This is an optimization exercise on Yosys and OpenROAD, whose aim is small area and a short achievable clock period, not a production implementation.
The RTL was checked by simulation tests, not by an equivalence proof against the original design.

==> run.sh <==
#!/bin/bash
# synth_recipe.tcl (not shown) runs the flow's synth.tcl, then flattens the netlist and writes it again
# the make line also repeats each setting of config.mk as NAME=value (left out here)
make -C /OpenROAD-flow-scripts/flow DESIGN_CONFIG=/design/flow/config.mk WORK_HOME=/design/flow/orfs CLKGATE_MAP_FILE= SYNTH_SCRIPT=/design/flow/synth_recipe.tcl finish
==> config.mk <==
export PLATFORM = sky130hd
export DESIGN_NAME = spool_queue
export DESIGN_NICKNAME = spool_queue
export VERILOG_FILES = /design/flow/design.v
export SDC_FILE = /design/flow/constraint.sdc
export NUM_CORES = 4
export LEC_CHECK = 0
export CAP_MARGIN = 20
export CORE_MARGIN = 2
export CORE_UTILIZATION = 40
export SLEW_MARGIN = 20
==> constraint.sdc <==
create_clock -name core_clock -period 30.0 [get_ports {clk}]
set_input_delay 6.0000 -clock core_clock [delete_from_list [all_inputs] [get_ports {clk}]]
set_output_delay 6.0000 -clock core_clock [all_outputs]
set_load 0.01 [all_outputs]
==> design.v <==
module spool_queue (
    input  wire        clk,
    input  wire        rst,          
    input  wire        wr_valid,
    input  wire [63:0] wr_data,
    input  wire        wr_end,       
    output wire        wr_ready,
    input  wire        rd_en,
    output reg         rd_valid,     
    output reg         rd_end,       
    output reg  [63:0] rd_data,
    input  wire        op_valid,
    input  wire [1:0]  op_code,      
    input  wire [6:0]  op_k,         
    output reg         op_refused,
    output wire [5:0]  fill,         
    output wire [5:0]  pkts,         
    output reg  [5:0]  peak          
);
  localparam OP_ADVANCE        = 2'd0;
  localparam OP_REWIND_MARK    = 2'd1;
  localparam OP_RELEASE        = 2'd2;
  localparam OP_REWIND_RELEASE = 2'd3;
  reg  [63:0] mem_data [0:31];
  reg  [31:0] mem_end;
  reg  [5:0]  ptr_l, ptr_m, ptr_p, ptr_w;
  assign fill = ptr_w - ptr_l;
  wire [5:0] span_pw = ptr_w - ptr_p;
  wire [5:0] span_mp = ptr_p - ptr_m;
  wire [5:0] span_lm = ptr_m - ptr_l;
  reg  [5:0] pkt_count;
  reg        adv_found;
  reg  [5:0] adv_off;
  reg        rel_found;
  reg  [5:0] rel_off;
  reg  [6:0] rel_count;
  reg  [4:0] idx;
  integer    o;
  always @* begin
    pkt_count = 6'd0;
    for (o = 0; o < 32; o = o + 1) begin
      idx = ptr_p[4:0] + o[4:0];
      if (o < span_pw && mem_end[idx])
        pkt_count = pkt_count + 6'd1;
    end
    adv_found = 1'b0;
    adv_off   = 6'd0;
    for (o = 0; o < 32; o = o + 1) begin
      idx = ptr_m[4:0] + o[4:0];
      if (!adv_found && o < span_mp && mem_end[idx]) begin
        adv_found = 1'b1;
        adv_off   = o[5:0];
      end
    end
    rel_found = 1'b0;
    rel_off   = 6'd0;
    rel_count = 7'd0;
    for (o = 0; o < 32; o = o + 1) begin
      idx = ptr_l[4:0] + o[4:0];
      if (o < span_lm && mem_end[idx]) begin
        rel_count = rel_count + 7'd1;
        if (!rel_found && rel_count == op_k) begin
          rel_found = 1'b1;
          rel_off   = o[5:0];
        end
      end
    end
  end
  assign pkts = pkt_count;
  reg  [5:0] l_next, m_next, p_op;
  reg        refuse;
  always @* begin
    l_next = ptr_l;
    m_next = ptr_m;
    p_op   = ptr_p;
    refuse = 1'b0;
    if (op_valid) begin
      case (op_code)
        OP_ADVANCE: begin
          if (adv_found) m_next = ptr_m + adv_off + 6'd1;
          else           refuse = 1'b1;
        end
        OP_REWIND_MARK: begin
          p_op = ptr_m;
        end
        OP_RELEASE: begin
          if (rel_found) l_next = ptr_l + rel_off + 6'd1;
          else           refuse = 1'b1;
        end
        default: begin  
          p_op   = ptr_l;
          m_next = ptr_l;
        end
      endcase
    end
  end
  wire       rd_take  = rd_en && !op_valid && (pkt_count != 6'd0);
  wire [5:0] p_next   = rd_take ? ptr_p + 6'd1 : p_op;
  wire [5:0] fill_op  = ptr_w - l_next;
  assign     wr_ready = (fill_op != 6'd32);
  wire       wr_take  = wr_valid && wr_ready;
  wire [5:0] w_next   = wr_take ? ptr_w + 6'd1 : ptr_w;
  wire [5:0] fill_next = w_next - l_next;
  always @(posedge clk) begin
    if (wr_take) begin
      mem_data[ptr_w[4:0]] <= wr_data;
      mem_end[ptr_w[4:0]]  <= wr_end;
    end
  end
  always @(posedge clk) begin
    if (rst) begin
      ptr_l      <= 6'd0;
      ptr_m      <= 6'd0;
      ptr_p      <= 6'd0;
      ptr_w      <= 6'd0;
      peak       <= 6'd0;
      rd_valid   <= 1'b0;
      rd_end     <= 1'b0;
      rd_data    <= 64'd0;
      op_refused <= 1'b0;
    end else begin
      ptr_l      <= l_next;
      ptr_m      <= m_next;
      ptr_p      <= p_next;
      ptr_w      <= w_next;
      if (fill_next > peak) peak <= fill_next;
      op_refused <= op_valid && refuse;
      rd_valid   <= rd_take;
      rd_end     <= rd_take ? mem_end[ptr_p[4:0]] : 1'b0;
      rd_data    <= rd_take ? mem_data[ptr_p[4:0]] : 64'd0;
    end
  end
endmodule
==> results.toml, run 1 <==
[drt]
final_antenna_net_count = 0
first_pass_iters = 5
via_count = 63910
wl_um = 301900
drt_iter0_drc = 6709
vias_per_cell = 5.940
wl_per_cell_um = 28.06
drc = 0

[finish]
drive_above_1_share_pct = 24.35
fin_nets = 7260
fin_util_pct = 45.66
area_growth_pct = 13.64

[floorplanning]
ios = 165
initial_core_util_pct = 40.18
die_x_um = 522.8
rows = 190
design.die.area_um2 = 273300
die_h_um = 522.8
coreArea_um2 = 267900

[placement]
gp_congestion = 0.8886
place_hpwl_um = 176000
port_buffers = 164

[critical_path]
rr_worst_depth = 139
slowest_delay_ns = 0.60
crit_fanout = 7
rrSetupSlack_ns = 3.31
worstSetupEndpointType = "output port"
startpoint = "ptr_l[0]"
r2r-start = "ptr_l[0]"
crit_arrival_ns = 22.87
crit_top_cell = "ha_1"
path_class = "reg -> out"
worstReg2RegEnd = "peak[5]"
cp.required_ns = 24.00
worstSetupStartpointType = "flip-flop"
slowest_stage = "fa_2"

[worst_hold_path]
hp-class = "reg -> reg"
holdPathEnd = "peak[1]"
whs_path_depth = 2
min_from = "peak[1]"

[grt]
grt_max_degree = 150
antenna_found_initial = 32
grt_remaining_overflow = 0
grt_usage_pct = 21.70
first_global_vias = 63290
grt_pass1_wl_um = 437900

[job]
cap_violations = 0

[logic_synthesis]
synthFlopType = "edfxtp_1"
ys_seq_elements = 2177
ys_types = 129
synth_xor_area_share_pct = 6.154
synth_area_um2 = 107700
async_reset_ff_share_pct = 0
synth_top_family_by_area = "multiplexers"
ys_warn_count = 1
synthCells = 6711
synth-simple-area-share_pct = 6.502
synth-edff-count = 2080
syn_avg_cell_area_um2 = 16.04
synth_fp_nets = 6949
synthMuxAreaShare_pct = 18.74
ys_seq_area_share_pct = 59.82
synth_compound_area_share_pct = 4.988
synth_fa_ha_area_share_pct = 1.962

[clocking]
cts_root_buf = "clkbuf_16"
cts_buffer_depth = 3
numCtsBuffers = 206
cts_hold_buffers = 0
clkSinkCount = 2177
cts_tree = "yes"
cts-htree-levels = 4
clk_pin_slew_ns = 0.07
clkLatencyLatePin_ns = 0.86

[timing]
worst_pin_slew_ns = 1.166
slew_viol_final = 0
post-route-period-util_pct = 96.25
fin_crit_ns = 28.87
slew_headroom_pct = 22.26
whs_ns = 0.5178
timing.fmax_mhz = 34.63
skew_ns = 0.09151
setup_viol = 0
finalHoldViolCount = 0

[outcome]
status = "finished clean"
[worst max path at each step]
stage	end	slack, ns
3_3_place_gp	wr_ready	0.22
4_1_cts	wr_ready	0.05
2_1_floorplan	wr_ready	0.0003
3_5_place_dp	wr_ready	-0.16
5_1_grt	wr_ready	-0.14
6_report	wr_ready	1.13
[synth_stat cells, drive strengths merged (15+ instances only)]
cell type  number  area [um^2]
edfxtp       2080        62460
mux4          775        17450
nand2         471         1784
xnor2         442         4202
nor2          283         1070
clkbuf        228        855.8
a21oi         204         1036
xor2          169         1551
o21ai         164        824.5
mux2i         161         1612
ha            152         1902
inv           140        528.0
nor3          124        660.6
buf           118        581.8
nand3         105        540.5
mux2           98         1107
dfxtp          97         1942
and3           73        456.7
nor2b          56        350.3
nand2b         52        325.3
a211oi         48        400.4
nand4          46        300.3
and2           37        231.5
a21o           35        262.8
xnor3          34        775.7
nor4           32        206.5
a31oi          31        215.2
o211ai         29        236.5
o31ai          26        195.2
or3            26        162.7
o22ai          23        143.9
a2111oi        19        216.5
nand3b         18        135.1
or2            18        112.6
nor3b          16        125.1
o21a           15        113.9
[layout by cell type (no fill, tap or decap), drive strengths merged, types with 73 or more instances in the layout]
cell type / n
a21oi: 204
nand2: 471
xnor2: 442
mux2i: 161
clkbuf: 273
nor3: 124
mux4: 775
clkinv: 86
nor2: 283
inv: 147
nand3: 105
mux2: 98
o21ai: 164
xor2: 169
dfxtp: 97
and3: 73
buf: 300
edfxtp: 2080
clkdlybuf4s50: 145
ha: 152
[per-layer routing]
layer / track usage (%) / up-vias / share of wire, %
met5: 0 / - / 0.034
met4: 5.236 / 18 / 2.5
met3: 3.063 / 440 / 6.5
met2: 35.92 / 2391 / 49
met1: 30.30 / 33660 / 42
li1: - / 27400 / -
[sequential cells by signal, summed over array words and instances (netlist names), 6 cells and up]
name / cells
mem_data: 2048
mem_end: 32
peak: 6
ptr_l: 6
ptr_m: 6
ptr_p: 6
ptr_w: 6
rd_data: 64
[what timing repair did]
item / CTS / global route
resized for setup: 33 / 84
endpoints found under the setup margin: 1 / 6
pin swaps: 18 / 35
gates cloned: 3 / 1
buffers inserted: 16 / 30
[worst max-delay path: cells and delay by family, from the launching register on]
kind	cells	cell delay, ns
AO/OA/AOI/OAI	30	3.88
XOR/XNOR	2	0.40
adder cells (fa/ha/maj)	32	9.07
buffers and inverters	16	1.36
flip-flops	1	0.40
multiplexers	9	2.26
AND/OR/NAND/NOR	33	4.67
[cells by family after synthesis]
group / Yosys count
AO/OA/AOI/OAI: 779
adder cells (fa/ha/maj): 166
buffers and inverters: 488
flip-flops: 2177
XOR/XNOR: 649
AND/OR/NAND/NOR: 1418
multiplexers: 1034
[through the flow]
step                setup slack, ns  cell area, um^2  instances  setup TNS (ns)
floorplan                 0.0003162           107700       6711               0
detailed placement          -0.1557           114400      10320         -0.1557
finish                        1.127           122300      10760               0
global placement             0.2182           114400      10320               0
global route                -0.1366           122300      10760         -0.1550
CTS                         0.04683           121600      10720               0
[layout make-up]
| type | count | area (um^2) |
|---|---|---|
| clock buffers | 272 | 5633 |
| clock inverters | 114 | 1285 |
| repair buffers | 449 | 3914 |
| well taps | 3552 | 4444 |
| multi-input cells | 4046 | 42060 |
| fillers | 22880 | 145600 |
| inverters | 142 | 554.3 |
| flip-flops and latches | 2177 | 64430 |
| diodes | 8 | 20.02 |
==> run 2: changes to the inputs <==
==> design.v (replaced) <==
module spool_queue (
    input  wire        clk,
    input  wire        rst,          
    input  wire        wr_valid,
    input  wire [63:0] wr_data,
    input  wire        wr_end,       
    output wire        wr_ready,
    input  wire        rd_en,
    output reg         rd_valid,     
    output wire        rd_end,       
    output wire [63:0] rd_data,
    input  wire        op_valid,
    input  wire [1:0]  op_code,      
    input  wire [6:0]  op_k,         
    output reg         op_refused,
    output reg  [5:0]  fill,         
    output reg  [5:0]  pkts,         
    output reg  [5:0]  peak          
);
  reg  [63:0] mem_data [0:31];
  reg  [31:0] mem_end;
  reg  [4:0]  ptr_l, ptr_m, ptr_p, ptr_w;
  reg  [4:0]  epos [0:31];
  reg  [4:0]  e_l;        
  reg  [4:0]  e_m;        
  reg  [4:0]  e_w;        
  reg  [5:0]  c_lm, c_mp;
  wire is_adv = op_valid && op_code == 2'd0;
  wire is_rm  = op_valid && op_code == 2'd1;
  wire is_rel = op_valid && op_code == 2'd2;
  wire is_rr  = op_valid && op_code == 2'd3;
  wire adv_ok = is_adv && (c_mp != 6'd0);
  wire k_ok   = !op_k[6] && (op_k[5:0] != 6'd0) && (op_k[5:0] <= c_lm);
  wire rel_ok = is_rel && k_ok;
  wire refuse = (is_adv && c_mp == 6'd0) || (is_rel && !k_ok);
  wire       rd_take = rd_en && !op_valid && (pkts != 6'd0);
  wire       e_p     = mem_end[ptr_p + 5'd1];
  assign wr_ready = !fill[5] || rel_ok;
  wire   wr_take  = wr_valid && wr_ready;
  wire   wr_mark  = wr_take && wr_end;
  wire [4:0] rel_idx = e_l + op_k[4:0] - 5'd1;
  wire [4:0] rel_pos = epos[rel_idx];
  wire [4:0] rel_off = rel_pos - ptr_l;               
  wire [4:0] adv_pos = epos[e_m];
  wire [5:0] fill_rel  = rel_ok ? fill + {1'b1, ~rel_off} : fill;
  wire [5:0] fill_next = fill_rel + {5'd0, wr_take};
  always @(posedge clk) begin
    if (wr_take) begin
      mem_data[ptr_w + 5'd1] <= wr_data;
      mem_end[ptr_w + 5'd1]  <= wr_end;
    end
    if (wr_mark)
      epos[e_w] <= ptr_w;
  end
  always @(posedge clk) begin
    if (rst) begin
      ptr_l      <= 5'd0;
      ptr_m      <= 5'd0;
      ptr_p      <= 5'd0;
      ptr_w      <= 5'd0;
      e_l        <= 5'd0;
      e_m        <= 5'd0;
      e_w        <= 5'd0;
      c_lm       <= 6'd0;
      c_mp       <= 6'd0;
      pkts       <= 6'd0;
      fill       <= 6'd0;
      peak       <= 6'd0;
      rd_valid   <= 1'b0;
      op_refused <= 1'b0;
    end else begin
      op_refused <= refuse;
      rd_valid   <= rd_take;
      fill       <= fill_next;
      if (wr_take && !rel_ok && fill == peak) peak <= peak + 6'd1;
      if (wr_take) ptr_w <= ptr_w + 5'd1;
      if (wr_mark) e_w <= e_w + 5'd1;
      if (rel_ok) begin
        ptr_l <= rel_pos + 5'd1;
        e_l   <= e_l + op_k[4:0];
        c_lm  <= c_lm - op_k[5:0];
      end else if (adv_ok) begin
        ptr_m <= adv_pos + 5'd1;
        e_m   <= e_m + 5'd1;
        c_lm  <= c_lm + 6'd1;
        c_mp  <= c_mp - 6'd1;
      end else if (is_rm) begin
        ptr_p <= ptr_m;
        c_mp  <= 6'd0;
      end else if (is_rr) begin
        ptr_p <= ptr_l;
        ptr_m <= ptr_l;
        e_m   <= e_l;
        c_lm  <= 6'd0;
        c_mp  <= 6'd0;
      end else if (rd_take) begin
        ptr_p <= ptr_p + 5'd1;
        c_mp  <= c_mp + {5'd0, e_p};
      end
      pkts <= (is_rm ? pkts + c_mp :
               is_rr ? pkts + c_mp + c_lm :
               rd_take ? pkts - {5'd0, e_p} : pkts) + {5'd0, wr_mark};
    end
  end
  assign rd_end  = rd_valid && mem_end[ptr_p];
  assign rd_data = rd_valid ? mem_data[ptr_p] : 64'd0;
endmodule
==> run 2 against run 1 <==
  * Still clean on timing, DRC and antenna
  * First-iteration DRC count decreased by 33%
  * Utilization is 0.25 points higher
  * Synthesized cell count is 38% lower
  * Synthesized area is 14% lower
  * Die area fell by 14%
  * Register-to-register slack better by 20 ns
  * Sequential share of layout area up 12 points
  * Via count decreased by 31%
  * Highest routed layer unchanged
==> results.toml, run 2 <==
[outcome]
status = "finished clean"

[logic_synthesis]
async_reset_ff_share_pct = 0
ys_warn_count = 1
ys_seq_area_share_pct = 74.26
synthFlopType = "edfxtp_1"
synthCells = 4185
yosys-top-cells-area = "edfxtp_1 (73%), mux4_2 (18%), dfxtp_1 (1.7%)"
ys_seq_elements = 2317
synth_fa_ha_area_share_pct = 0.8859
synth_top_family_by_area = "multiplexers"
synth-edff-count = 2240
synth_area_um2 = 92650
synth_top_cell_area_share_pct = 72.60
synth_compound_area_share_pct = 1.234
ys_types = 62
synthMuxAreaShare_pct = 19.55
synth_fp_nets = 4326
synthTopCellsByCount = "edfxtp_1 (2,240), mux4_2 (750), clkbuf_1 (159)"
synth_most_common_cell = "edfxtp_1"
synth-simple-area-share_pct = 2.212
synth_xor_area_share_pct = 0.7211
synth_top_area_cell = "edfxtp_1"
syn_avg_cell_area_um2 = 22.14

[clocking]
cts_tree = "yes"
cts_hold_buffers = 0
cts-htree-levels = 4
clkSinkCount = 2317
cts_root_buf = "clkbuf_16"
cts_buffer_depth = 3
cts-resized-gates = 0
numCtsBuffers = 225
clk_pin_slew_ns = 0.06
cts_setup_buffers = 0
clkLatencyLatePin_ns = 0.86

[grt]
antenna_found_initial = 19
grt_usage_pct = 19.12
first_global_vias = 45200
grt_remaining_overflow = 0
grt_pass1_wl_um = 326500
grt_max_degree = 153

[drt]
drt_iter0_drc = 4474
final_antenna_net_count = 0
first_pass_iters = 8
drc = 0
vias_per_cell = 5.709
wl_per_cell_um = 29.39
via_count = 43880
wl_um = 225900

[finish]
final_common_cell = "edfxtp_1"
fin_nets = 4601
area_growth_pct = 14.03
final_cell_mix = "edfxtp_1 (2,240), mux4_2 (750), clkbuf_16 (229), clkdlybuf4s50_1 (147), nor2_1 (113)"
drive_above_1_share_pct = 26.90
largest_register_ffs = 2048
seqCellArea_um2 = 68830
multiInputGateArea_um2 = 23050
nFillCells = 18760

[floorplanning]
design.die.area_um2 = 235500
die_h_um = 485.3
initial_core_util_pct = 40.26
rows = 176
ios = 165
coreArea_um2 = 230100
die_x_um = 485.3

[job]
cap_violations = 0

[worst_hold_path]
whs_path_depth = 2
hp-class = "reg -> reg"

[critical_path]
worstSetupStartpointType = "input pin"
worstSetupEndpointType = "output port"
crit_arrival_ns = 9.13
slowest_delay_ns = 0.56
rr_worst_depth = 16
slowest_stage = "clkdlybuf4s50_1"
path_class = "in -> out"
cp.required_ns = 24.00
crit_fanout = 32
crit_chain = "clkdlybuf4s50_1 -> inv_1 -> ha_1 -> nor2b_1 -> o21a_1 -> o21a_1 -> o31a_1 -> o2111ai_2 -> buf_4 -> nand2_1 -> clkdlybuf4s50_1"

[timing]
post-route-period-util_pct = 50.45
worst_slack_ns = 14.87
rsz0062_at_grt = "no"
slew_headroom_pct = 19.91
fin_crit_ns = 15.13
finalHoldViolCount = 0
slew_viol_final = 0
setup_viol = 0
skew_ns = 0.05077
setup_tns_ns = 0
timing.fmax_mhz = 66.07
worst_pin_slew_ns = 1.201

[placement]
place_hpwl_um = 115900
port_buffers = 164
gp_congestion = 0.7704
dpl_worst_slack_ns = 14.89

[power]
run 2: worst paths after layout:
check             startpoint               to  slack (ns)
setup / recovery     op_k[2]         wr_ready       14.87
hold / removal       peak[5]          peak[5]        0.48
setup reg to reg     c_lm[0]  mem_data[22][1]       23.59
hold reg to reg      peak[5]          peak[5]        0.48
run 2: per-stage QoR:
| step | utilization [%] | cells | area, um^2 | hold WS (ns) |
|---|---|---|---|---|
| after floorplan | - | 4185 | 92650 | 0.4533 |
| after detailed placement | 42.74 | 7258 | 98360 | 0.4775 |
| after global placement | 42.73 | 7257 | 98330 | 0.4662 |
| final | 45.91 | 7685 | 105700 | 0.4787 |
| after global routing | 45.91 | 7679 | 105600 | 0.5215 |
| after CTS | 45.92 | 7676 | 105700 | 0.4849 |
run 2: kinds of logic after synthesis:
kind of cell,count (synthesis)
buffers and inverters,269
AO/OA/AOI/OAI,165
flip-flops,2317
XOR/XNOR,70
multiplexers,871
AND/OR/NAND/NOR,431
adder cells (fa/ha/maj),62
run 2: routing by layer:
layer | track usage [%] | vias to the layer above | wire (um)
li1 | - | 18240 | -
met1 | 26.64 | 23980 | 95570
met2 | 31.75 | 1341 | 112700
met3 | 3.035 | 302 | 13280
met4 | 4.425 | 18 | 4246
met5 | 0 | - | 118
run 2: cell type report:
cell class	count	share of cell area [%]
clock buffer	277	5.604
antenna	8	0.01895
clock inverter	141	1.329
timing repair buffer	271	2.339
multi-input combinational	1599	21.81
tap	3026	3.584
sequential	2317	65.15
inverter	46	0.1634
run 2: critical path: cells and delay by family:
family | cells | cell delay (ns)
buf+inv | 4 | 1.53
compound gates | 4 | 0.83
simple gates | 2 | 0.43
fa+ha+maj | 1 | 0.33
==> run 3: changes to the inputs <==
--- a/design.v
+++ b/design.v
@@ -34,14 +34,27 @@
   wire rel_ok = is_rel && k_ok;
   wire refuse = (is_adv && c_mp == 6'd0) || (is_rel && !k_ok);
   wire       rd_take = rd_en && !op_valid && (pkts != 6'd0);
-  wire       e_p     = mem_end[ptr_p + 5'd1];
   assign wr_ready = !fill[5] || rel_ok;
   wire   wr_take  = wr_valid && wr_ready;
   wire   wr_mark  = wr_take && wr_end;
   wire [4:0] rel_idx = e_l + op_k[4:0] - 5'd1;
-  wire [4:0] rel_pos = epos[rel_idx];
+  wire [31:0] rel_sel = 32'd1 << rel_idx;
+  wire [31:0] adv_sel = 32'd1 << e_m;
+  wire [31:0] p_sel   = 32'd1 << ptr_p;
+  reg  [4:0]  rel_pos, adv_pos;
+  reg         e_p;    
+  integer j;
+  always @* begin
+    rel_pos = 5'd0;
+    adv_pos = 5'd0;
+    e_p     = 1'b0;
+    for (j = 0; j < 32; j = j + 1) begin
+      rel_pos = rel_pos | ({5{rel_sel[j]}} & epos[j]);
+      adv_pos = adv_pos | ({5{adv_sel[j]}} & epos[j]);
+      e_p     = e_p | (p_sel[j] & mem_end[(j + 1) % 32]);
+    end
+  end
   wire [4:0] rel_off = rel_pos - ptr_l;               
-  wire [4:0] adv_pos = epos[e_m];
   wire [5:0] fill_rel  = rel_ok ? fill + {1'b1, ~rel_off} : fill;
   wire [5:0] fill_next = fill_rel + {5'd0, wr_take};
   always @(posedge clk) begin
@@ -102,6 +115,14 @@
                rd_take ? pkts - {5'd0, e_p} : pkts) + {5'd0, wr_mark};
     end
   end
-  assign rd_end  = rd_valid && mem_end[ptr_p];
-  assign rd_data = rd_valid ? mem_data[ptr_p] : 64'd0;
+  wire [31:0] rsel = p_sel & {32{rd_valid}};
+  reg  [64:0] rd_word;
+  integer i;
+  always @* begin
+    rd_word = 65'd0;
+    for (i = 0; i < 32; i = i + 1)
+      rd_word = rd_word | ({65{rsel[i]}} & {mem_end[i], mem_data[i]});
+  end
+  assign rd_end  = rd_word[64];
+  assign rd_data = rd_word[63:0];
 endmodule
==> run 3 against run 2 <==
  * Critical path type unchanged
  * Synthesized area decreased by 4.9%
  * Critical endpoint unchanged
  * Register-to-register slack improved by 0.12 ns
  * Still clean
  * Flip-flop and latch count decreased by 10
  * Routed wire length increased by 22%
  * Sequential share of layout area increased by 2.9 points
  * Worst hold slack improved by 0.016 ns
  * Setup slack improved by 0.58 ns
  * Final cell count increased by 9.9%
  * Clock-buffer cell count increased by 4
==> results.toml, run 3 <==
[clocking]
clk_pin_slew_ns = 0.06
cts_tree = "yes"
cts_root_buf = "clkbuf_16"
cts-resized-gates = 0
clkSinkCount = 2307
numCtsBuffers = 229
cts_buffer_depth = 3
cts_setup_buffers = 0
cts_hold_buffers = 0
clkLatencyLatePin_ns = 0.90
cts-htree-levels = 4

[floorplanning]
die_x_um = 473.3
ios = 165
coreArea_um2 = 219300
rows = 172
initial_core_util_pct = 40.17
die_h_um = 473.3
design.die.area_um2 = 224000

[drt]
final_antenna_net_count = 0
first_pass_iters = 7
wl_um = 275400
vias_per_cell = 6.270
drt_iter0_drc = 6544
drc = 0
wl_per_cell_um = 32.61
via_count = 52950

[worst_hold_path]
min_from = "e_l[3]"
hp-class = "reg -> reg"
holdPathEnd = "e_l[3]"
whs_path_depth = 2

[finish]
area_growth_pct = 14.48
final_common_cell = "edfxtp_1"
multiInputGateArea_um2 = 18580
fin_nets = 5529
drive_above_1_share_pct = 11.29
final_cell_mix = "edfxtp_1 (2,240), a22o_1 (428), a221oi_1 (401), a22oi_1 (292), clkbuf_16 (230)"
seqCellArea_um2 = 68610
nFillCells = 18680
largest_register_ffs = 2048

[logic_synthesis]
synth_most_common_cell = "edfxtp_1"
synthMuxAreaShare_pct = 0.9317
synth_area_um2 = 88100
synth_fp_nets = 5310
synth_fa_ha_area_share_pct = 1.060
synth-edff-count = 2240
ys_types = 91
synth_compound_area_share_pct = 13.10
ys_warn_count = 1
synthTopCellsByCount = "edfxtp_1 (2,240), a22o_1 (428), a221oi_1 (401)"
synthFlopType = "edfxtp_1"
async_reset_ff_share_pct = 0
synthCells = 5160
synth_top_family_by_area = "compound AO/OA/AOI/OAI gates"
ys_seq_area_share_pct = 77.88
synth-simple-area-share_pct = 4.771
syn_avg_cell_area_um2 = 17.07
synth_top_cell_area_share_pct = 76.35
synth_xor_area_share_pct = 0.6533
synth_top_area_cell = "edfxtp_1"
ys_seq_elements = 2307
yosys-top-cells-area = "edfxtp_1 (76%), a22o_1 (4.3%), a221oi_1 (4.0%)"

[outcome]
status = "finished clean"

[critical_path]
crit_chain = "clkdlybuf4s50_1 -> ha_1 -> fa_1 -> nor2b_1 -> o21a_1 -> o21ai_0 -> a21boi_1 -> o2111ai_2 -> nand2_1 -> clkdlybuf4s50_1"
startpoint = "op_k[0]"
rrSetupSlack_ns = 23.71
worstSetupEndpointType = "output port"
cp.required_ns = 24.00
slowest_delay_ns = 0.54
r2r-start = "e_l[0]"
crit_fanout = 3
slowest_stage = "clkdlybuf4s50_1"
worstReg2RegEnd = "fill[5]"
rr_worst_depth = 19
crit_top_cell = "clkdlybuf4s50_1"
worstSetupStartpointType = "input pin"
path_class = "in -> out"
crit_arrival_ns = 8.56

[timing]
slew_headroom_pct = 22.24
setup_tns_ns = 0
finalHoldViolCount = 0
fin_crit_ns = 14.56
slew_viol_final = 0
rsz0062_at_grt = "no"
whs_ns = 0.4947
worst_pin_slew_ns = 1.163
skew_ns = 0.07418
timing.fmax_mhz = 68.69
setup_viol = 0
post-route-period-util_pct = 48.53

[grt]
antenna_found_initial = 13
grt_usage_pct = 24.14
first_global_vias = 50930
grt_remaining_overflow = 0
grt_pass1_wl_um = 387600
grt_max_degree = 68

[job]
cap_violations = 0

[placement]
gp_congestion = 0.9213
port_buffers = 164
place_hpwl_um = 151500
-- run 3: cell types whose count changed after synthesis, moves of 120 or more --
cell | previous run | this run
mux4_2 | 750 | 1
nand4_1 | 5 | 153
a221oi_1 | 2 | 401
nor2_1 | 141 | 261
a22oi_1 | 2 | 292
a22o_1 | 24 | 428
-- run 3: logic make-up after synthesis --
logic type,after synthesis
flops,2307
simple gates,857
buf+inv,369
mux,76
xor+xnor,61
compound gates,1419
fa+ha+maj,71
-- run 3: metrics by stage --
stage,area (um^2),util (%),cells,setup slack [ns]
6_report,100900,45.99,8445,15.44
5_1_grt,100800,45.99,8443,15.22
4_1_cts,101000,46.05,8440,15.40
3_5_place_dp,93710,42.73,8018,15.42
3_3_place_gp,93680,42.72,8017,15.37
2_1_floorplan,88100,-,5160,16.15
-- run 3: worst max-delay path: cells and delay by family --
family	cells	cell delay, ns
buf+inv	2	1.00
fa+ha+maj	2	0.66
compound gates	4	0.65
simple gates	2	0.25
-- run 3: worst max path at each step --
stage,slack (ns),to,cells after the start
finish,15.44,wr_ready,10
global route,15.22,wr_ready,10
CTS,15.40,wr_ready,10
detailed placement,15.42,wr_ready,10
global placement,15.37,wr_ready,10
floorplan,16.15,wr_ready,9
-- run 3: metal layers --
layer  track usage, %  up-vias  share of wire [%]
met3            4.286      457                9.0
met1            34.06    27740                 41
met5                0        -              0.013
met2            38.28     2733                 47
li1                 -    22010                  -
met4            7.086        6                2.9
-- run 3: area by class of cell --
type,instances,share of cell area (%)
Antenna cell,4,0.009925
Clock buffer,281,5.897
Clock inverter,141,1.315
Inverter,44,0.1638
Multi-Input combinational cell,2484,18.42
Sequential cell,2307,68.03
Tap cell,2871,3.562
Timing Repair Buffer,313,2.605
==> run 4: changes to the inputs <==
--- a/design.v
+++ b/design.v
@@ -19,8 +19,8 @@
 );
   reg  [63:0] mem_data [0:31];
   reg  [31:0] mem_end;
+  reg  [4:0]  epos [0:31];
   reg  [4:0]  ptr_l, ptr_m, ptr_p, ptr_w;
-  reg  [4:0]  epos [0:31];
   reg  [4:0]  e_l;        
   reg  [4:0]  e_m;        
   reg  [4:0]  e_w;        
@@ -30,7 +30,9 @@
   wire is_rel = op_valid && op_code == 2'd2;
   wire is_rr  = op_valid && op_code == 2'd3;
   wire adv_ok = is_adv && (c_mp != 6'd0);
-  wire k_ok   = !op_k[6] && (op_k[5:0] != 6'd0) && (op_k[5:0] <= c_lm);
+  reg  [7:0] t_lt, t_eq, t_le;    
+  wire k_ok   = !op_k[6] && (op_k[5:0] != 6'd0) &&
+                (t_lt[op_k[5:3]] || (t_eq[op_k[5:3]] && t_le[op_k[2:0]]));
   wire rel_ok = is_rel && k_ok;
   wire refuse = (is_adv && c_mp == 6'd0) || (is_rel && !k_ok);
   wire       rd_take = rd_en && !op_valid && (pkts != 6'd0);
@@ -55,16 +57,39 @@
     end
   end
   wire [4:0] rel_off = rel_pos - ptr_l;               
+  wire [5:0] c_lm_next = rel_ok ? c_lm - op_k[5:0] :
+                         adv_ok ? c_lm + 6'd1 :
+                         is_rr  ? 6'd0 : c_lm;
   wire [5:0] fill_rel  = rel_ok ? fill + {1'b1, ~rel_off} : fill;
   wire [5:0] fill_next = fill_rel + {5'd0, wr_take};
-  always @(posedge clk) begin
-    if (wr_take) begin
-      mem_data[ptr_w + 5'd1] <= wr_data;
-      mem_end[ptr_w + 5'd1]  <= wr_end;
+  wire [31:0] w_sel = {31'd0, wr_take} << (ptr_w + 5'd1);
+  wire [31:0] e_sel = {31'd0, wr_mark} << e_w;
+  reg  [31:0] w_keep, e_keep;
+  integer h;
+  always @* begin
+    for (h = 0; h < 32; h = h + 1) begin
+      w_keep[h] = !wr_take || (ptr_w != (h + 31) % 32);
+      e_keep[h] = !wr_mark || (e_w != h);
     end
-    if (wr_mark)
-      epos[e_w] <= ptr_w;
   end
+  genvar s;
+  generate
+    for (s = 0; s < 32; s = s + 1) begin : slot
+      reg [63:0] q_data;
+      reg        q_end;
+      reg [4:0]  q_pos;
+      always @(posedge clk) begin
+        q_data <= ({64{w_sel[s]}} & wr_data) | ({64{w_keep[s]}} & q_data);
+        q_end  <= (w_sel[s] & wr_end) | (w_keep[s] & q_end);
+        q_pos  <= ({5{e_sel[s]}} & ptr_w) | ({5{e_keep[s]}} & q_pos);
+      end
+      always @* begin
+        mem_data[s] = q_data;
+        mem_end[s]  = q_end;
+        epos[s]     = q_pos;
+      end
+    end
+  endgenerate
   always @(posedge clk) begin
     if (rst) begin
       ptr_l      <= 5'd0;
@@ -75,6 +100,9 @@
       e_m        <= 5'd0;
       e_w        <= 5'd0;
       c_lm       <= 6'd0;
+      t_lt       <= 8'd0;
+      t_eq       <= 8'd1;
+      t_le       <= 8'd1;
       c_mp       <= 6'd0;
       pkts       <= 6'd0;
       fill       <= 6'd0;
@@ -85,17 +113,16 @@
       op_refused <= refuse;
       rd_valid   <= rd_take;
       fill       <= fill_next;
+      c_lm       <= c_lm_next;
       if (wr_take && !rel_ok && fill == peak) peak <= peak + 6'd1;
       if (wr_take) ptr_w <= ptr_w + 5'd1;
       if (wr_mark) e_w <= e_w + 5'd1;
       if (rel_ok) begin
         ptr_l <= rel_pos + 5'd1;
         e_l   <= e_l + op_k[4:0];
-        c_lm  <= c_lm - op_k[5:0];
       end else if (adv_ok) begin
         ptr_m <= adv_pos + 5'd1;
         e_m   <= e_m + 5'd1;
-        c_lm  <= c_lm + 6'd1;
         c_mp  <= c_mp - 6'd1;
       end else if (is_rm) begin
         ptr_p <= ptr_m;
@@ -104,12 +131,14 @@
         ptr_p <= ptr_l;
         ptr_m <= ptr_l;
         e_m   <= e_l;
-        c_lm  <= 6'd0;
         c_mp  <= 6'd0;
       end else if (rd_take) begin
         ptr_p <= ptr_p + 5'd1;
         c_mp  <= c_mp + {5'd0, e_p};
       end
+      t_lt <= ~(8'hff << c_lm_next[5:3]);
+      t_eq <= 8'd1 << c_lm_next[5:3];
+      t_le <= ~(8'hfe << c_lm_next[2:0]);
       pkts <= (is_rm ? pkts + c_mp :
                is_rr ? pkts + c_mp + c_lm :
                rd_take ? pkts - {5'd0, e_p} : pkts) + {5'd0, wr_mark};
==> flow/run.sh (new file) <==
#!/bin/bash
set -euo pipefail
bash standard.sh \
  SETUP_SLACK_MARGIN=17.5 \
  "BUFFER_PORTS_ARGS=-buffer_cell sky130_fd_sc_hd__buf_2" \
  finish > make.log 2>&1
==> standard.sh (new file) <==
#!/bin/bash
# synth_recipe.tcl (not shown) runs the flow's synth.tcl, then flattens the netlist and writes it again
# the make line also repeats each setting of config.mk as NAME=value (left out here)
make -C /OpenROAD-flow-scripts/flow DESIGN_CONFIG=/design/flow/config.mk WORK_HOME=/design/flow/orfs CLKGATE_MAP_FILE= SYNTH_SCRIPT=/design/flow/synth_recipe.tcl "${@:-finish}"
removed: run.sh
==> run 4 against run 3 <==
  * Still clean on timing, DRC and antenna
  * Synthesized cell count up 58%
  * Register-to-register slack gained 0.18 ns
  * Setup slack better by 1.3 ns
  * Non-clock buffer count rose by 45
==> results.toml, run 4 <==
[logic_synthesis]
syn_avg_cell_area_um2 = 10.95
synth_fp_nets = 8281
ys_seq_area_share_pct = 52.33
synth_top_area_cell = "dfxtp_1"
ys_warn_count = 3
synthFlopType = "dfxtp_1"
synth_area_um2 = 89030
synth_most_common_cell = "a22o_1"
synthCells = 8130
synthTopCellsByCount = "a22o_1 (2,625), dfxtp_1 (2,327), clkbuf_1 (551)"
yosys-top-cells-area = "dfxtp_1 (52%), a22o_1 (26%), a221oi_1 (4.0%)"
ys_seq_elements = 2327
synth_top_cell_area_share_pct = 52.33
async_reset_ff_share_pct = 0
ys_types = 88
synth-edff-count = 0

[drt]
drt_iter0_drc = 11380
wl_per_cell_um = 37.70
via_count = 78410
first_pass_iters = 6
drc = 0
final_antenna_net_count = 0
wl_um = 410500
vias_per_cell = 7.201

[finish]
fin_nets = 7866
drive_above_1_share_pct = 11.31
final_cell_mix = "a22o_1 (2,625), dfxtp_1 (2,325), a221oi_1 (403), a22oi_1 (283), clkbuf_16 (227)"
fin_util_pct = 44.83
area_growth_pct = 11.62
largest_register_ffs = 2048
nFillCells = 20540
final_common_cell = "a22o_1"

[grt]
grt_util_met2_pct = 51.73
grtUsageMet1_pct = 45.63
grt_max_degree = 77
first_global_vias = 74590
met3_usage_pct = 9.731
grt_pass1_wl_um = 573100
grt_usage_pct = 34.82
grt_remaining_overflow = 0
antenna_found_initial = 29
grt_busiest_layer = "met2"

[clocking]
cts_hold_buffers = 0
cts_root_buf = "clkbuf_16"
clk_pin_slew_ns = 0.06
clkSinkCount = 2327
cts_buffer_depth = 3
cts-htree-levels = 4
numCtsBuffers = 227
clkLatencyLatePin_ns = 0.92
cts_tree = "yes"

[floorplanning]
initial_core_util_pct = 40.16
die_x_um = 475.8
rows = 173
coreArea_um2 = 221700
design.die.area_um2 = 226400
die_h_um = 475.8
ios = 165

[critical_path]
path_class = "in -> out"
cp.required_ns = 24.00
crit_arrival_ns = 7.29
worstSetupEndpointType = "output port"
crit_fanout = 6
worstSetupStartpointType = "input pin"

[placement]
port_buffers = 164
place_hpwl_um = 216300
dpl_worst_slack_ns = 16.07
gp_congestion = 0.9356

[timing]
worst_slack_ns = 16.71
fin_crit_ns = 13.29
whs_ns = 0.4784
timing.fmax_mhz = 75.25
setup_viol = 0
skew_ns = 0.07761
rsz0062_at_grt = "yes"
slew_headroom_pct = 10.18
post-route-period-util_pct = 44.30
setup_tns_ns = 0
finalHoldViolCount = 0
worst_pin_slew_ns = 1.347
slew_viol_final = 0

[outcome]
status = "finished clean"

[worst_hold_path]
hp-class = "reg -> reg"

[job]
cap_violations = 0
-- run 4: cell types whose count changed in the layout (fill, tap and decap cells not counted), sizes merged, moves of 41 or more --
cell           before   now
clkbuf            281   322
clkinv            107    58
buf               179   358
clkdlybuf4s50     134     0
a22o              428  2625
dfxtp              67  2327
edfxtp           2240     0
-- run 4: stage by stage --
step | std cells | cell area [um^2]
final | 10890 | 99370
after global routing | 10880 | 99360
after CTS | 10870 | 99280
after detailed placement | 10450 | 91380
after global placement | 10450 | 91360
after floorplan | 8130 | 89060
-- run 4: cells by family (layout without fill, tap and decap cells) --
logic type	Yosys count	in the layout	share of synthesized area, %
AO/OA/AOI/OAI	3617	3617	34.57
flip-flops	2327	2327	52.33
buffers and inverters	1057	829	5.237
AND/OR/NAND/NOR	919	920	5.133
multiplexers	81	81	1.071
adder cells (fa/ha/maj)	72	72	1.063
XOR/XNOR	57	57	0.6015
other	0	10	0
-- run 4: cell type report --
| type | instances | area, um^2 | share of cell area (%) |
|---|---|---|---|
| flip-flops and latches | 2327 | 46590 | 46.88 |
| multi-input cells | 4747 | 38650 | 38.89 |
| clock buffers | 322 | 6538 | 6.579 |
| well taps | 2975 | 3722 | 3.746 |
| repair buffers | 358 | 2356 | 2.371 |
| clock inverters | 95 | 1296 | 1.304 |
| inverters | 54 | 202.7 | 0.2040 |
| diodes | 10 | 25.02 | 0.02518 |
-- run 4: critical path: stages --
cell and delay, ns:
buf_12 0.11, mux2i_1 0.11, mux4_2 0.50, o221ai_4 0.20, nand4_4 0.13, nand2_2 0.12
buf_6 0.10
-- run 4: final timing paths --
check / start / endpoint / slack [ns] / cells after the start
hold / removal: slot[2].q_data[51] / slot[2].q_data[51] / 0.48 / 1
setup reg to reg: e_l[0] / fill[5] / 23.89 / 24
setup / recovery: op_k[0] / wr_ready / 16.71 / 7
hold reg to reg: slot[2].q_data[51] / slot[2].q_data[51] / 0.48 / 1
-- run 4: repair_timing --
action,4_1_cts,5_1_grt
cloned,1,0
setup endpoints to repair,1,1
pin swaps,3,2
buffers inserted,4,3
gates resized for setup,8,3
-- run 4: per-layer routing --
metal  part of all wire [%]  vias to the layer above
li1                       -                    31270
met1                     38                    39340
met2                     42                     6170
met3                     13                     1590
met4                    6.5                       28
met5                  0.046                        -
==> run 5: changes to the inputs <==
--- a/config.mk
+++ b/config.mk
@@ -8,4 +8,6 @@
 export CAP_MARGIN = 20
 export CORE_MARGIN = 2
 export CORE_UTILIZATION = 40
+export CTS_CLUSTER_DIAMETER = 100
+export CTS_CLUSTER_SIZE = 20
 export SLEW_MARGIN = 20
==> run 5 against run 4 <==
  * Still clean on timing, DRC and antenna
  * Critical path type unchanged
  * Highest routed layer unchanged
  * Register-to-register slack worse by 0.03 ns
  * Largest cell class unchanged
  * Final cell count down 2.3%
  * Sequential share of layout area up 1.9 points
==> results.toml, run 5 <==
[outcome]
status = "finished clean"

[clocking]
cts_root_buf = "clkbuf_16"
cts_tree = "yes"
cts_buffer_depth = 3
clkLatencyLatePin_ns = 0.85
clk_pin_slew_ns = 0.08
cts-htree-levels = 4
clkSinkCount = 2327
numCtsBuffers = 136

[finish]
fin_util_pct = 43.04
final_cell_mix = "a22o_1 (2,625), dfxtp_1 (2,325), a221oi_1 (403), a22oi_1 (283), nor2_1 (204)"
drive_above_1_share_pct = 8.920
fin_nets = 7777
largest_register_ffs = 2048
final_common_cell = "a22o_1"
area_growth_pct = 7.171
design_area_um2 = 95410

[logic_synthesis]
synth_fp_nets = 8281
synthFlopType = "dfxtp_1"
ys_warn_count = 3
synth_top_cell_area_share_pct = 52.33
synth_top_area_cell = "dfxtp_1"
syn_avg_cell_area_um2 = 10.95
synthCells = 8130
ys_types = 88
ys_seq_area_share_pct = 52.33
synth_area_um2 = 89030
yosys-top-cells-area = "dfxtp_1 (52%), a22o_1 (26%), a221oi_1 (4.0%)"
synth-edff-count = 0
ys_seq_elements = 2327
synth_most_common_cell = "a22o_1"
synthTopCellsByCount = "a22o_1 (2,625), dfxtp_1 (2,327), clkbuf_1 (551)"
async_reset_ff_share_pct = 0

[floorplanning]
initial_core_util_pct = 40.16
design.die.area_um2 = 226400
die_x_um = 475.8
ios = 165
rows = 173
coreArea_um2 = 221700
die_h_um = 475.8

[timing]
post-route-period-util_pct = 44.29
timing.fmax_mhz = 75.27
worst_pin_slew_ns = 1.335
setup_viol = 0
whs_ns = 0.4839
fin_crit_ns = 13.29
setup_tns_ns = 0
slew_viol_final = 0
slew_headroom_pct = 11.01
finalHoldViolCount = 0
rsz0062_at_grt = "yes"
skew_ns = 0.05309

[critical_path]
path_class = "in -> out"
cp.required_ns = 24.00
crit_chain = "buf_12 -> mux2i_1 -> mux4_2 -> o221ai_4 -> nand4_4 -> nand2_2 -> buf_6"
crit_arrival_ns = 7.29
worstSetupEndpointType = "output port"
crit_fanout = 6
r2r-start = "e_l[2]"
slowest_stage = "mux4_2"
worstSetupStartpointType = "input pin"
rrSetupSlack_ns = 23.86
slowest_delay_ns = 0.50
worstReg2RegEnd = "fill[5]"
startpoint = "op_k[0]"
rr_worst_depth = 24

[drt]
drc = 0
first_pass_iters = 8
vias_per_cell = 7.301
drt_iter0_drc = 11060
wl_per_cell_um = 38.31
via_count = 77670
final_antenna_net_count = 0
wl_um = 407600

[worst_hold_path]
min_from = "slot[15].q_data[61]"
holdPathEnd = "slot[15].q_data[61]"
hp-class = "reg -> reg"
whs_path_depth = 1

[placement]
place_hpwl_um = 216300
port_buffers = 164
placed_cell_area_um2 = 91380
gp_congestion = 0.9356

[grt]
grt_remaining_overflow = 0
grt_max_degree = 77
grt_usage_pct = 34.58
grt_pass1_wl_um = 568900
antenna_found_initial = 30
first_global_vias = 73630

[job]
cap_violations = 0
[run 5: worst max-delay path by stage]
stage	slack [ns]	cells past startpoint	end
2_1_floorplan	16.81	6	wr_ready
3_3_place_gp	16.05	7	wr_ready
3_5_place_dp	16.07	7	wr_ready
4_1_cts	16.68	7	wr_ready
5_1_grt	16.68	7	wr_ready
6_report	16.71	7	wr_ready
[run 5: routing by layer]
metal / global-route usage (%) / wire [um]
met1: 45.74 / 158800
met2: 51.39 / 172200
met3: 9.228 / 51360
met4: 18.22 / 25060
met5: 0.1066 / 160
[run 5: worst max-delay path: cells and delay by family]
kind / cells / cell delay [ns]
buffers and inverters: 2 / 0.22
AO/OA/AOI/OAI: 1 / 0.20
AND/OR/NAND/NOR: 2 / 0.25
multiplexers: 2 / 0.61
[run 5: area by class of cell]
cell class / count / area, um^2
inverter: 54 / 202.7
sequential: 2327 / 46590
tap: 2975 / 3722
timing repair buffer: 360 / 2371
multi-input combinational: 4747 / 38650
clock buffer: 141 / 3517
antenna: 17 / 42.54
clock inverter: 17 / 319.1
fill: 20820 / 126200
[run 5: cell families (layout without fill, tap and decap cells)]
family	after synthesis	after routing	synth area share (%)
buf+inv	1057	572	5.237
mux	81	81	1.071
compound gates	3617	3617	34.57
fa+ha+maj	72	72	1.063
flops	2327	2327	52.33
xor+xnor	57	57	0.6015
other cells	0	17	0
simple gates	919	920	5.133
[run 5: stage by stage]
stage                     std cells  setup slack [ns]
final                         10640             16.71
after global routing          10630             16.68
after CTS                     10620             16.68
after detailed placement      10450             16.07
after global placement        10450             16.05
after floorplan                8130             16.81
[run 5: timing repair]
item                       CTS  global route
cloned                       1             0
gates resized for setup      8             3
pin swaps                    3             2
hold endpoints to repair     0             0
setup endpoints to repair    1             1
hold buffers                 0             0
buffers inserted             4             5
==> run 6: changes to the inputs <==
--- a/design.v
+++ b/design.v
@@ -31,12 +31,14 @@
   wire is_rr  = op_valid && op_code == 2'd3;
   wire adv_ok = is_adv && (c_mp != 6'd0);
   reg  [7:0] t_lt, t_eq, t_le;    
-  wire k_ok   = !op_k[6] && (op_k[5:0] != 6'd0) &&
-                (t_lt[op_k[5:3]] || (t_eq[op_k[5:3]] && t_le[op_k[2:0]]));
+  wire k_ok;
   wire rel_ok = is_rel && k_ok;
   wire refuse = (is_adv && c_mp == 6'd0) || (is_rel && !k_ok);
   wire       rd_take = rd_en && !op_valid && (pkts != 6'd0);
-  assign wr_ready = !fill[5] || rel_ok;
+  spool_queue_ready u_ready (
+    .op_valid(op_valid), .op_code(op_code), .op_k(op_k), .full(fill[5]),
+    .t_lt(t_lt), .t_eq(t_eq), .t_le(t_le), .k_ok(k_ok), .wr_ready(wr_ready)
+  );
   wire   wr_take  = wr_valid && wr_ready;
   wire   wr_mark  = wr_take && wr_end;
   wire [4:0] rel_idx = e_l + op_k[4:0] - 5'd1;
@@ -56,19 +58,19 @@
       e_p     = e_p | (p_sel[j] & mem_end[(j + 1) % 32]);
     end
   end
-  wire [4:0] rel_off = rel_pos - ptr_l;               
+  wire [4:0] rel_off = rel_pos + ~ptr_l;              
   wire [5:0] c_lm_next = rel_ok ? c_lm - op_k[5:0] :
                          adv_ok ? c_lm + 6'd1 :
                          is_rr  ? 6'd0 : c_lm;
   wire [5:0] fill_rel  = rel_ok ? fill + {1'b1, ~rel_off} : fill;
   wire [5:0] fill_next = fill_rel + {5'd0, wr_take};
-  wire [31:0] w_sel = {31'd0, wr_take} << (ptr_w + 5'd1);
+  wire [31:0] w_sel = {31'd0, wr_take} << ptr_w;
   wire [31:0] e_sel = {31'd0, wr_mark} << e_w;
   reg  [31:0] w_keep, e_keep;
   integer h;
   always @* begin
     for (h = 0; h < 32; h = h + 1) begin
-      w_keep[h] = !wr_take || (ptr_w != (h + 31) % 32);
+      w_keep[h] = !wr_take || (ptr_w != h);
       e_keep[h] = !wr_mark || (e_w != h);
     end
   end
@@ -95,7 +97,7 @@
       ptr_l      <= 5'd0;
       ptr_m      <= 5'd0;
       ptr_p      <= 5'd0;
-      ptr_w      <= 5'd0;
+      ptr_w      <= 5'd1;
       e_l        <= 5'd0;
       e_m        <= 5'd0;
       e_w        <= 5'd0;
@@ -118,10 +120,10 @@
       if (wr_take) ptr_w <= ptr_w + 5'd1;
       if (wr_mark) e_w <= e_w + 5'd1;
       if (rel_ok) begin
-        ptr_l <= rel_pos + 5'd1;
+        ptr_l <= rel_pos;
         e_l   <= e_l + op_k[4:0];
       end else if (adv_ok) begin
-        ptr_m <= adv_pos + 5'd1;
+        ptr_m <= adv_pos;
         e_m   <= e_m + 5'd1;
         c_mp  <= c_mp - 6'd1;
       end else if (is_rm) begin
@@ -155,3 +157,16 @@
   assign rd_end  = rd_word[64];
   assign rd_data = rd_word[63:0];
 endmodule
+module spool_queue_ready (
+    input  wire       op_valid,
+    input  wire [1:0] op_code,
+    input  wire [6:0] op_k,
+    input  wire       full,
+    input  wire [7:0] t_lt, t_eq, t_le,
+    output wire       k_ok,
+    output wire       wr_ready
+);
+  assign k_ok = !op_k[6] && (op_k[5:0] != 6'd0) &&
+                (t_lt[op_k[5:3]] || (t_eq[op_k[5:3]] && t_le[op_k[2:0]]));
+  assign wr_ready = !full || (op_valid && op_code == 2'd2 && k_ok);
+endmodule
--- a/config.mk
+++ b/config.mk
@@ -8,6 +8,7 @@
 export CAP_MARGIN = 20
 export CORE_MARGIN = 2
 export CORE_UTILIZATION = 40
+export CTS_BUF_LIST = sky130_fd_sc_hd__clkbuf_8
 export CTS_CLUSTER_DIAMETER = 100
-export CTS_CLUSTER_SIZE = 20
+export CTS_CLUSTER_SIZE = 12
 export SLEW_MARGIN = 20
==> run 6 against run 5 <==
  * Critical path depth unchanged
  * Routed wire length grew 1.0%
  * Critical endpoint unchanged
  * Clock skew increased by 0.028 ns
  * Sequential share of layout area increased by 0.48 points
  * Still clean
  * Highest routed layer unchanged
==> results.toml, run 6 <==
[critical_path]
worstSetupStartpointType = "input pin"
rrSetupSlack_ns = 23.52
slowest_stage = "mux4_2"
cp.required_ns = 24.00
crit_chain = "buf_12 -> mux2i_1 -> mux4_2 -> o22ai_4 -> nand4b_4 -> nand2_4 -> buf_6"
crit_fanout = 5
critPathBufInv = 2
path_delay_family = "multiplexers"
path_class = "in -> out"
r2r-start = "e_l[0]"
slowest_delay_ns = 0.52
worstReg2RegEnd = "fill[5]"
worstSetupEndpointType = "output port"
rr_worst_depth = 21
cp_num_cells = 7
crit_end = "wr_ready"
startpoint = "op_k[1]"
crit_arrival_ns = 7.31

[clocking]
cts-htree-levels = 4
cts_hold_buffers = 0
numCtsBuffers = 213
clkLatencyLatePin_ns = 1.09
cts_root_buf = "clkbuf_8"
cts_buffer_depth = 3
cts_tree = "yes"
clkSinkCount = 2327
clk_pin_slew_ns = 0.08

[logic_synthesis]
synthFlopType = "dfxtp_1"
ys_types = 79
synth_xor_area_share_pct = 0.5229
synthMuxAreaShare_pct = 1.271
syn_avg_cell_area_um2 = 11.05
yosys-top-cells-area = "dfxtp_1 (52%), a22o_1 (25%), a221oi_1 (3.2%)"
synth_compound_area_share_pct = 34.15
synthTopCellsByCount = "a22o_1 (2,569), dfxtp_1 (2,327), clkbuf_1 (506)"
synth-edff-count = 0
ys_warn_count = 3
synth_most_common_cell = "a22o_1"
synth_top_family_by_area = "compound AO/OA/AOI/OAI gates"
synth_top_area_cell = "dfxtp_1"
synthCells = 8033
synth_fp_nets = 8182
synth_fa_ha_area_share_pct = 1.037
async_reset_ff_share_pct = 0
ys_seq_area_share_pct = 52.47
ys_seq_elements = 2327
synth_top_cell_area_share_pct = 52.47
synth_area_um2 = 88780
synth-simple-area-share_pct = 5.089

[timing]
timing.fmax_mhz = 75.13
whs_ns = 0.4821
setup_tns_ns = 0
slew_headroom_pct = 16.72
worst_pin_slew_ns = 1.249
fin_crit_ns = 13.31
rsz0062_at_grt = "yes"
post-route-period-util_pct = 44.37
setup_viol = 0
skew_ns = 0.08078
finalHoldViolCount = 0
slew_viol_final = 0

[floorplanning]
design.die.area_um2 = 225700
die_h_um = 475.1
rows = 172
die_x_um = 475.1
ios = 165
coreArea_um2 = 220200
initial_core_util_pct = 40.33

[grt]
grt_max_degree = 77
grt_usage_pct = 34.98
grt_remaining_overflow = 0
grt_pass1_wl_um = 572700
antenna_found_initial = 29
first_global_vias = 73370

[drt]
first_pass_iters = 10
wl_per_cell_um = 38.78
drc = 0
wl_um = 411600
final_antenna_net_count = 0
drt_iter0_drc = 11230
via_count = 77950
vias_per_cell = 7.343

[finish]
area_growth_pct = 6.425
drive_above_1_share_pct = 10.03
nFillCells = 20510
final_common_cell = "a22o_1"
largest_register_ffs = 2048
design_area_um2 = 94480
fin_nets = 7774
seqCellArea_um2 = 46590
fin_util_pct = 42.92
multiInputGateArea_um2 = 38340
final_cell_mix = "a22o_1 (2,569), dfxtp_1 (2,324), a22oi_1 (343), a221oi_1 (328), clkbuf_8 (218)"

[outcome]
status = "finished clean"

[placement]
gp_congestion = 0.9478
placed_cell_area_um2 = 91060
port_buffers = 164
place_hpwl_um = 215100

[worst_hold_path]
hp-class = "reg -> reg"
whs_path_depth = 1

[job]
cap_violations = 0
-- run 6: cell types whose count changed after synthesis, moves of 13 or more --
cell and change:
nand3_1 -14, a221oi_1 -74, a22o_1 -56, clkbuf_1 -45
a22oi_1 +60, a32o_1 -14, nand2_1 -26, buf_6 +37
nor2_1 -45, mux2i_1 +13, a222oi_1 +58, nor3_1 +22
or3_1 +14
-- run 6: through the flow --
step | setup slack [ns] | std cells
3_3_place_gp | 16.15 | 10360
3_5_place_dp | 16.13 | 10360
5_1_grt | 16.66 | 10610
6_report | 16.69 | 10620
2_1_floorplan | 16.50 | 8033
4_1_cts | 16.66 | 10600
-- run 6: worst min-delay path by stage --
stage / to / from / slack (ns)
floorplan: ptr_m[3] / ptr_l[3] / 0.44
global placement: slot[1].q_data[51] / slot[1].q_data[51] / 0.46
detailed placement: slot[10].q_data[58] / slot[10].q_data[58] / 0.46
CTS: ptr_m[2] / ptr_m[2] / 0.49
global route: slot[2].q_data[8] / slot[2].q_data[8] / 0.49
finish: slot[23].q_data[45] / slot[23].q_data[45] / 0.48
-- run 6: repair_timing --
action | in CTS | in global routing
setup endpoints to repair | 1 | 1
gates resized for setup | 9 | 3
cloned | 1 | 0
pin swaps | 3 | 2
setup buffers | 4 | 2
-- run 6: layer usage --
metal	wire length, um	part of all wire (%)	track usage, %
met1	159300	39	46.74
met4	25690	6.2	18.51
met2	172200	42	51.45
met3	54170	13	9.197
met5	244	0.059	0.1919
-- run 6: cell type report --
class	instances	area share (%)
Tap cell	2958	3.917
Clock buffer	218	3.176
Sequential cell	2327	49.31
Antenna cell	13	0.03443
Multi-Input combinational cell	4668	40.58
Clock inverter	16	0.2529
Inverter	53	0.2132
Timing Repair Buffer	362	2.521
-- run 6: cells by family (layout without fill, tap and decap cells) --
family	after synthesis	count (layout)
buffers and inverters	1039	649
other	0	13
and+or+nand+nor	883	884
adders and majority gates	70	70
xor gates and xnor gates	53	53
AOI/OAI and AO/OA	3565	3565
muxes	96	96
DFF	2327	2327
==> run 7: changes to the inputs <==
--- a/design.v
+++ b/design.v
@@ -166,7 +166,11 @@
     output wire       k_ok,
     output wire       wr_ready
 );
-  assign k_ok = !op_k[6] && (op_k[5:0] != 6'd0) &&
-                (t_lt[op_k[5:3]] || (t_eq[op_k[5:3]] && t_le[op_k[2:0]]));
+  wire [7:0] cl_hot = t_le & ~{1'b0, t_le[7:1]};
+  wire [2:0] kh = op_k[5:3], kl = op_k[2:0];
+  wire lt = |(t_eq[4:0] & {kh < 3'd4, kh < 3'd3, kh < 3'd2, kh < 3'd1, 1'b0});
+  wire eq = |(t_eq[4:0] & {kh == 3'd4, kh == 3'd3, kh == 3'd2, kh == 3'd1, kh == 3'd0});
+  wire le = |(cl_hot & {kl <= 3'd7, kl <= 3'd6, kl <= 3'd5, kl <= 3'd4, kl <= 3'd3, kl <= 3'd2, kl <= 3'd1, kl == 3'd0});
+  assign k_ok = !op_k[6] && (op_k[5:0] != 6'd0) && (lt || (eq && le));
   assign wr_ready = !full || (op_valid && op_code == 2'd2 && k_ok);
 endmodule
==> run 7 against run 6 <==
  * Sequential share of layout area is 0.21 points lower
  * Still clean
  * Via count rose by 1.2%
  * Die area decreased by 0.24%
  * Routed wire length is 1.3% higher
  * Critical endpoint unchanged
  * Flip-flop and latch count down 9
==> results.toml, run 7 <==
[clocking]
clkSinkCount = 2318
cts_buffer_depth = 3
clkLatencyLatePin_ns = 1.11
cts-htree-levels = 4
cts_tree = "yes"
cts_root_buf = "clkbuf_8"
numCtsBuffers = 213
clk_pin_slew_ns = 0.09

[critical_path]
crit_end = "wr_ready"
startpoint = "op_k[5]"
crit_chain = "buf_4 -> inv_4 -> nand4_1 -> o311ai_2 -> nor2_2 -> o21ai_2 -> nand2_4 -> buf_6"
crit_arrival_ns = 7.02
worstSetupEndpointType = "output port"
worstSetupStartpointType = "input pin"
critPathBufInv = 3
worstReg2RegEnd = "fill[5]"
path_class = "in -> out"
r2r-start = "e_l[0]"
crit_fanout = 6
slowest_delay_ns = 0.33
cp.required_ns = 24.00
rrSetupSlack_ns = 23.71
slowest_stage = "o311ai_2"
cp_num_cells = 8
path_delay_family = "compound AO/OA/AOI/OAI gates"
rr_worst_depth = 22

[floorplanning]
rows = 172
die_h_um = 474.5
ios = 165
coreArea_um2 = 219900
die_x_um = 474.5
design.die.area_um2 = 225200
initial_core_util_pct = 40.27

[logic_synthesis]
synthCells = 8161
ys_types = 73
ys_seq_elements = 2318
synthFlopType = "dfxtp_1"
synth_area_um2 = 88560
synth_top_cell_area_share_pct = 52.40
synth_fp_nets = 8310
syn_avg_cell_area_um2 = 10.85
yosys-top-cells-area = "dfxtp_1 (52%), a22o_1 (25%), a221oi_1 (4.0%)"
synth-edff-count = 0
synth_most_common_cell = "a22o_1"
async_reset_ff_share_pct = 0
ys_warn_count = 3
ys_seq_area_share_pct = 52.40
synth_top_area_cell = "dfxtp_1"
synthTopCellsByCount = "a22o_1 (2,484), dfxtp_1 (2,318), clkbuf_1 (552)"

[finish]
drive_above_1_share_pct = 9.738
stdcell_count = 10750
seqCellArea_um2 = 46410
fin_nets = 7903
multiInputGateArea_um2 = 38390
final_cell_mix = "a22o_1 (2,484), dfxtp_1 (2,317), a221oi_1 (404), a22oi_1 (289), buf_4 (223)"
nFillCells = 20870
final_common_cell = "a22o_1"
area_growth_pct = 6.722
largest_register_ffs = 2048
design_area_um2 = 94520

[drt]
drc = 0
via_count = 78920
first_pass_iters = 6
wl_um = 417000
wl_per_cell_um = 38.81
final_antenna_net_count = 0
vias_per_cell = 7.344
drt_iter0_drc = 11160

[timing]
fin_crit_ns = 13.02
setup_viol = 0
slew_headroom_pct = 12.67
slew_viol_final = 0
setup_tns_ns = 0
rsz0062_at_grt = "yes"
worst_pin_slew_ns = 1.310
post-route-period-util_pct = 43.41
finalHoldViolCount = 0
timing.fmax_mhz = 76.78
skew_ns = 0.06713

[placement]
place_hpwl_um = 220700
gp_congestion = 0.9637
placed_cell_area_um2 = 91130
dp_cells = 10490
port_buffers = 164

[grt]
first_global_vias = 74460
grt_max_degree = 74
grt_usage_pct = 35.46
antenna_found_initial = 33
grt_pass1_wl_um = 579700
grt_remaining_overflow = 0

[job]
cap_violations = 0

[worst_hold_path]
hp-class = "reg -> reg"

[outcome]
status = "finished clean"
run 7: cell count changes after synthesis, sizes merged, moves of 21 or more:
| cell | delta |
|---|---|
| clkbuf | +46 |
| a221oi | +75 |
| mux2i | -21 |
| a22oi | -54 |
| o2bb2ai | +127 |
| buf | -24 |
| a22o | -85 |
| a222oi | -59 |
| nand2 | +36 |
| o21ai | +62 |
run 7: layer usage:
layer  track usage [%]  wire, um  share of wire (%)  vias to the layer above
met3             10.50     54540                 13                     1585
met4             19.21     26560                6.4                       42
li1                  -         -                  -                    31280
met5            0.1298       340              0.082                        -
met2             52.44    174900                 42                     6232
met1             46.25    160700                 39                    39780
run 7: per-stage QoR:
| stage | utilization (%) | hold WS (ns) | setup slack [ns] |
|---|---|---|---|
| 2_1_floorplan | - | 0.4323 | 16.97 |
| 3_3_place_gp | 41.41 | 0.4473 | 16.86 |
| 3_5_place_dp | 41.43 | 0.4503 | 16.87 |
| 4_1_cts | 42.93 | 0.4764 | 16.98 |
| 5_1_grt | 42.97 | 0.4850 | 16.90 |
| 6_report | 42.97 | 0.4742 | 16.98 |
run 7: how the worst min path moves through the flow:
stage,from,endpoint,slack [ns],depth (start not counted)
after floorplan,slot[12].q_pos[3],slot[12].q_pos[3],0.43,1
after global placement,slot[12].q_pos[3],slot[12].q_pos[3],0.45,1
after detailed placement,slot[12].q_pos[3],slot[12].q_pos[3],0.45,1
after CTS,slot[12].q_pos[3],slot[12].q_pos[3],0.48,1
after global routing,slot[12].q_pos[3],slot[12].q_pos[3],0.48,1
final,slot[12].q_pos[3],slot[12].q_pos[3],0.47,1
run 7: kinds of logic after synthesis:
| kind of cell | share of synthesized area, % |
|---|---|
| adder cells (fa/ha/maj) | 1.040 |
| AO/OA/AOI/OAI | 35.09 |
| AND/OR/NAND/NOR | 5.158 |
| XOR/XNOR | 0.4747 |
| buffers and inverters | 5.071 |
| flip-flops | 52.40 |
| multiplexers | 0.7700 |
run 7: worst reg2reg max path, stage by stage, from the launching register on:
cell and delay (ns):
dfxtp_1 0.34, ha_1 0.22, fa_1 0.46, nand3_1 0.16
nand3_1 0.59, nand2_1 0.51, buf_4 0.47, mux2i_1 0.28
o2111a_1 0.23, o2111ai_1 0.12, a2111o_1 0.47, fa_1 0.46
a21o_1 0.17, a21oi_1 0.18, xnor2_1 0.15, xnor2_1 0.09
ha_1 0.33, xnor2_1 0.27, nand3_1 0.13, xor2_1 0.17
mux2i_1 0.18, xnor2_1 0.15, nor2_1 0.05
run 7: what timing repair did:
action                                  in CTS  in global routing
hold buffers                                 0                  0
resized for setup                           12                  6
pin swaps                                    7                  8
buffers inserted                             5                  3
gates cloned                                 0                  0
endpoints found under the setup margin       1                  1
run 7: area by class of cell:
| class | instances | share of cell area (%) |
|---|---|---|
| multi-input cells | 4785 | 40.62 |
| well taps | 2958 | 3.916 |
| clock buffers | 215 | 3.131 |
| flip-flops and latches | 2318 | 49.10 |
| repair buffers | 386 | 2.698 |
| inverters | 50 | 0.2039 |
| clock inverters | 20 | 0.2939 |
| diodes | 14 | 0.03707 |

[re-timing with driven ports]
Ports are ideal in the flow. The routed layouts listed here were re-timed in OpenROAD. Step 1 sets driving cells, clkbuf_16 on the clock port and buf_2 on the other inputs (assumed; they add their load-dependent delay and slew). Step 2 also shifts input and output timing later by t, the mid clock arrival at the registers, as if the neighbouring blocks saw the same clock. a / b / c = ideal / step 1 / step 2; a / b = the first two.
| run | t, ns | slack for setup (ns) | clock arrival spread, ns |
|---|---|---|---|
| run 1 | 0.911 | 1.126 / 1.034 / 1.945 | 0.092 / 0.092 |
| run 2 | 0.931 | 14.865 / 14.834 / 14.834 | 0.069 / 0.070 |
| run 3 | 0.950 | 15.441 / 15.414 / 15.414 | 0.074 / 0.074 |
| run 4 | 0.971 | 16.711 / 16.657 / 16.657 | 0.078 / 0.078 |
| run 5 | 0.932 | 16.714 / 16.658 / 16.658 | 0.056 / 0.056 |
| run 6 | 1.143 | 16.690 / 16.640 / 16.640 | 0.086 / 0.085 |
| run 7 | 1.145 | 16.976 / 16.947 / 16.947 | 0.093 / 0.093 |
After both steps setup and hold are still met in every run listed. For run 5, which loses most, drivers alone change the setup slack by -0.056 ns; drivers and shift together by -0.056 ns.
